This design comes from an exercise in tuning for small area, a short achievable clock period and few clock cycles on the open sky130 flow, not from production work. At most, simulation tests tie the RTL to the original design; equivalence was not proved.

== main ==
## arc_detector
module arc_detector (
    input  wire        clk,
    input  wire        rst,         
    input  wire [14:0] depth,       
    input  wire [14:0] alpha,       
    input  wire [14:0] floor_q,     
    input  wire [5:0]  confirm,     
    input  wire [15:0] holdoff,     
    input  wire [7:0]  limit,       
    input  wire [15:0] learn,       
    input  wire        latch_in,    
    input  wire        s_valid,
    input  wire [15:0] s_data,      
    input  wire        s_clr,       
    output wire        s_ready,
    output reg         r_valid,
    output reg         r_evt,       
    output reg         r_inh,       
    output reg         r_latch,     
    output reg  [31:0] r_arcs       
);
    localparam [10:0] POLL_LAST = 11'd1999;    
    assign s_ready = 1'b1;
    reg               xv;
    reg  signed [15:0] x;
    reg               clr;
    reg        [14:0] alpha_r;
  ...
export LEC_CHECK = 0
export CAP_MARGIN = 20
export CORE_MARGIN = 2
export CORE_UTILIZATION = 40
export SLEW_MARGIN = 20
create_clock -name core_clock -period 14.0 [get_ports {clk}]
standard.sh (not shown) runs the stock make flow with config.mk's settings and CLKGATE_MAP_FILE= SYNTH_SCRIPT=/design/flow/synth_recipe.tcl, a recipe that flattens the netlist after the stock synthesis.
==> flow/flow/run.sh <==
#!/bin/bash
# The standard layout, with timing repair asked to leave setup slack so that
# the design runs well below the fixed clock period.
set -euo pipefail
bash standard.sh SETUP_SLACK_MARGIN=8 finish > standard.log 2>&1
Testbench counts of main, summed over its fixed seeds: cycles 192,016.
Relative to main, the following input files were edited for the feature branch:
--- a/flow/design.v
+++ b/flow/design.v
@@ -15,39 +15,46 @@
     output wire        s_ready,
     output reg         r_valid,
     output reg         r_evt,       
     output reg         r_inh,       
     output reg         r_latch,     
     output reg  [31:0] r_arcs       
 );
     localparam [10:0] POLL_LAST = 11'd1999;    
     assign s_ready = 1'b1;
-    reg               xv;
-    reg  signed [15:0] x;
-    reg               clr;
+    reg               va, vb;
+    reg  signed [15:0] xa, x;
+    reg               ca, clr;
+    reg        [15:0] dq;            
     reg        [14:0] alpha_r;
     reg        [14:0] e_r;           
+    wire       [15:0] dq_next;
     always @(posedge clk) begin
-        xv      <= s_valid & ~rst;
-        x       <= s_data;
-        clr     <= s_clr;
+        va      <= s_valid & ~rst;
+        xa      <= s_data;
+        ca      <= s_clr;
+        vb      <= va & ~rst;
+        x       <= xa;
+        clr     <= ca;
+        dq      <= dq_next;
         alpha_r <= alpha;
         e_r     <= 15'd0 - depth;
     end
+    wire xv = vb;
     reg signed [30:0] b;
     reg        [15:0] c;
     reg               m_hold, m_learn;
     reg        [10:0] poll;
     wire signed [15:0] bq = b[30:15];
     wire [14:0] bq_u = b[29:15];
     wire above_floor = ~b[30] & (b[29:15] >= floor_q);
-    wire [16:0] diff = {x[15], x} - {bq[15], bq};
-    wire [15:0] s = (diff[16] == diff[15]) ? diff[15:0] : {diff[16], {15{~diff[16]}}};
+    wire ovf = (x[15] ^ b[30]) & (dq[15] ^ x[15]);
+    wire [15:0] s = ovf ? {~b[30], {15{b[30]}}} : dq;
     wire ba_one0 = alpha_r[0] ^ 1'b0;
     wire ba_two0 = (alpha_r[1] & ~alpha_r[0] & ~1'b0) | (~alpha_r[1] & alpha_r[0] & 1'b0);
     wire ba_neg0 = alpha_r[1];
     wire ba_one1 = alpha_r[2] ^ alpha_r[1];
     wire ba_two1 = (alpha_r[3] & ~alpha_r[2] & ~alpha_r[1]) | (~alpha_r[3] & alpha_r[2] & alpha_r[1]);
     wire ba_neg1 = alpha_r[3];
     wire ba_one2 = alpha_r[4] ^ alpha_r[3];
     wire ba_two2 = (alpha_r[5] & ~alpha_r[4] & ~alpha_r[3]) | (~alpha_r[5] & alpha_r[4] & alpha_r[3]);
     wire ba_neg2 = alpha_r[5];
@@ -1471,23 +1478,31 @@
     assign td_275 = td_215 ^ bd_p7_15 ^ td_214;
     wire td_276;
     assign td_276 = (td_215 & bd_p7_15) | (td_215 & td_214) | (bd_p7_15 & td_214);
     wire td_277;
     assign td_277 = 1'b1 ^ td_216 ^ ~bd_p7_16;
     wire [30:0] td_s = {td_276, td_274, td_272, td_270, td_268, td_266, td_264, td_262, td_260, td_258, td_256, td_254, td_252, td_250, td_248, td_246, td_244, td_242, td_240, td_238, td_236, td_234, td_232, td_230, td_228, td_226, td_224, td_222, td_220, td_218, td_217};
     wire [30:0] td_c = {td_277, td_275, td_273, td_271, td_269, td_267, td_265, td_263, td_261, td_259, td_257, td_255, td_253, td_251, td_249, td_247, td_245, td_243, td_241, td_239, td_237, td_235, td_233, td_231, td_229, td_227, td_225, td_223, td_221, td_219, bd_p0_0};
     wire [30:0] td_sum = td_s + td_c;
     wire below  = x[15] | ~td_sum[30];
+    wire [15:0] dq_frz = xa - bq;
+    wire [15:0] xa_p1  = xa + 16'd1;
+    wire [30:0] r1     = {xa_p1, 15'd0};
+    wire [30:0] cs_s   = r1 ^ ~ta_s ^ ~ta_c;
+    wire [30:0] cs_c   = (r1 & ~ta_s) | (r1 & ~ta_c) | (~ta_s & ~ta_c);
+    wire [30:0] v_sum  = cs_s + {cs_c[29:0], 1'b1};
+    wire [15:0] dq_upd = v_sum[30:15];
     wire detect = above_floor & below;
     wire c_one = (c == 16'd1);
     wire [15:0] c_dec = c - 16'd1;
     wire arc = ~m_hold & ~m_learn & detect & c_one;
     wire upd = ~m_hold & (m_learn | ~detect);
+    assign dq_next = (xv & upd) ? dq_upd : dq_frz;
     wire [31:0] arcs_inc = r_arcs + 32'd1;
     wire poll_end = (poll == POLL_LAST);
     reg        n_inh, n_latch, n_hold_mode, n_learn_mode;
     reg [31:0] n_arcs;
     reg [15:0] n_c;
     always @(*) begin
         n_inh        = r_inh;
         n_latch      = r_latch;
         n_arcs       = r_arcs;
## What came out
The feature branch has completed all stages; timing, DRC and antenna checks passed. The cell type of the slowest stage on the worst timing path comes out fa_1 in one run and fa_2 in the other, namely in the feature branch and main respectively. Diff main -> the feature branch: global-route usage decreased by 3.4 points relative to the old numbers; required time of the critical path saw a decrease; fraction of the cycle the final worst path needs shrank by 9.6 points; least setup slack across all paths after layout up 1350 ps. Measured against main, the count of plain and timing-repair buffers of the feature branch comes out at 0.875 times the reference value.
Function not checked in the feature branch: the RTL went through the layout flow alone.

==> what the ideal ports hide <==
No port has a modelled driver above. Below, the same layouts with a new extraction and two added sets of constraints. Step 1 assumes that a clkbuf_16 drives the clock port and a buf_2 every other input. Step 2 times the ports against the registers' clock, not the clock port: input delays grow and output delays shrink by t, the midpoint of the rising clock arrivals with the driver on. Three values: ideal, step 1, step 2; two values: the first two.
run | shift t [ns] | slack for setup (ns) | worst slew at a driven data input, ns | pins driven straight from the clock port
main | 0.539 | 6.361 / 6.361 / 6.361 | 0.06 | 1
the feature branch | 0.553 | 7.710 / 7.710 / 7.528 | 0.07 | 1
After both steps every run listed still meets setup and hold. The setup slack of the feature branch, which loses most, moves by 0.000 ns with the drivers and by -0.182 ns with both steps.
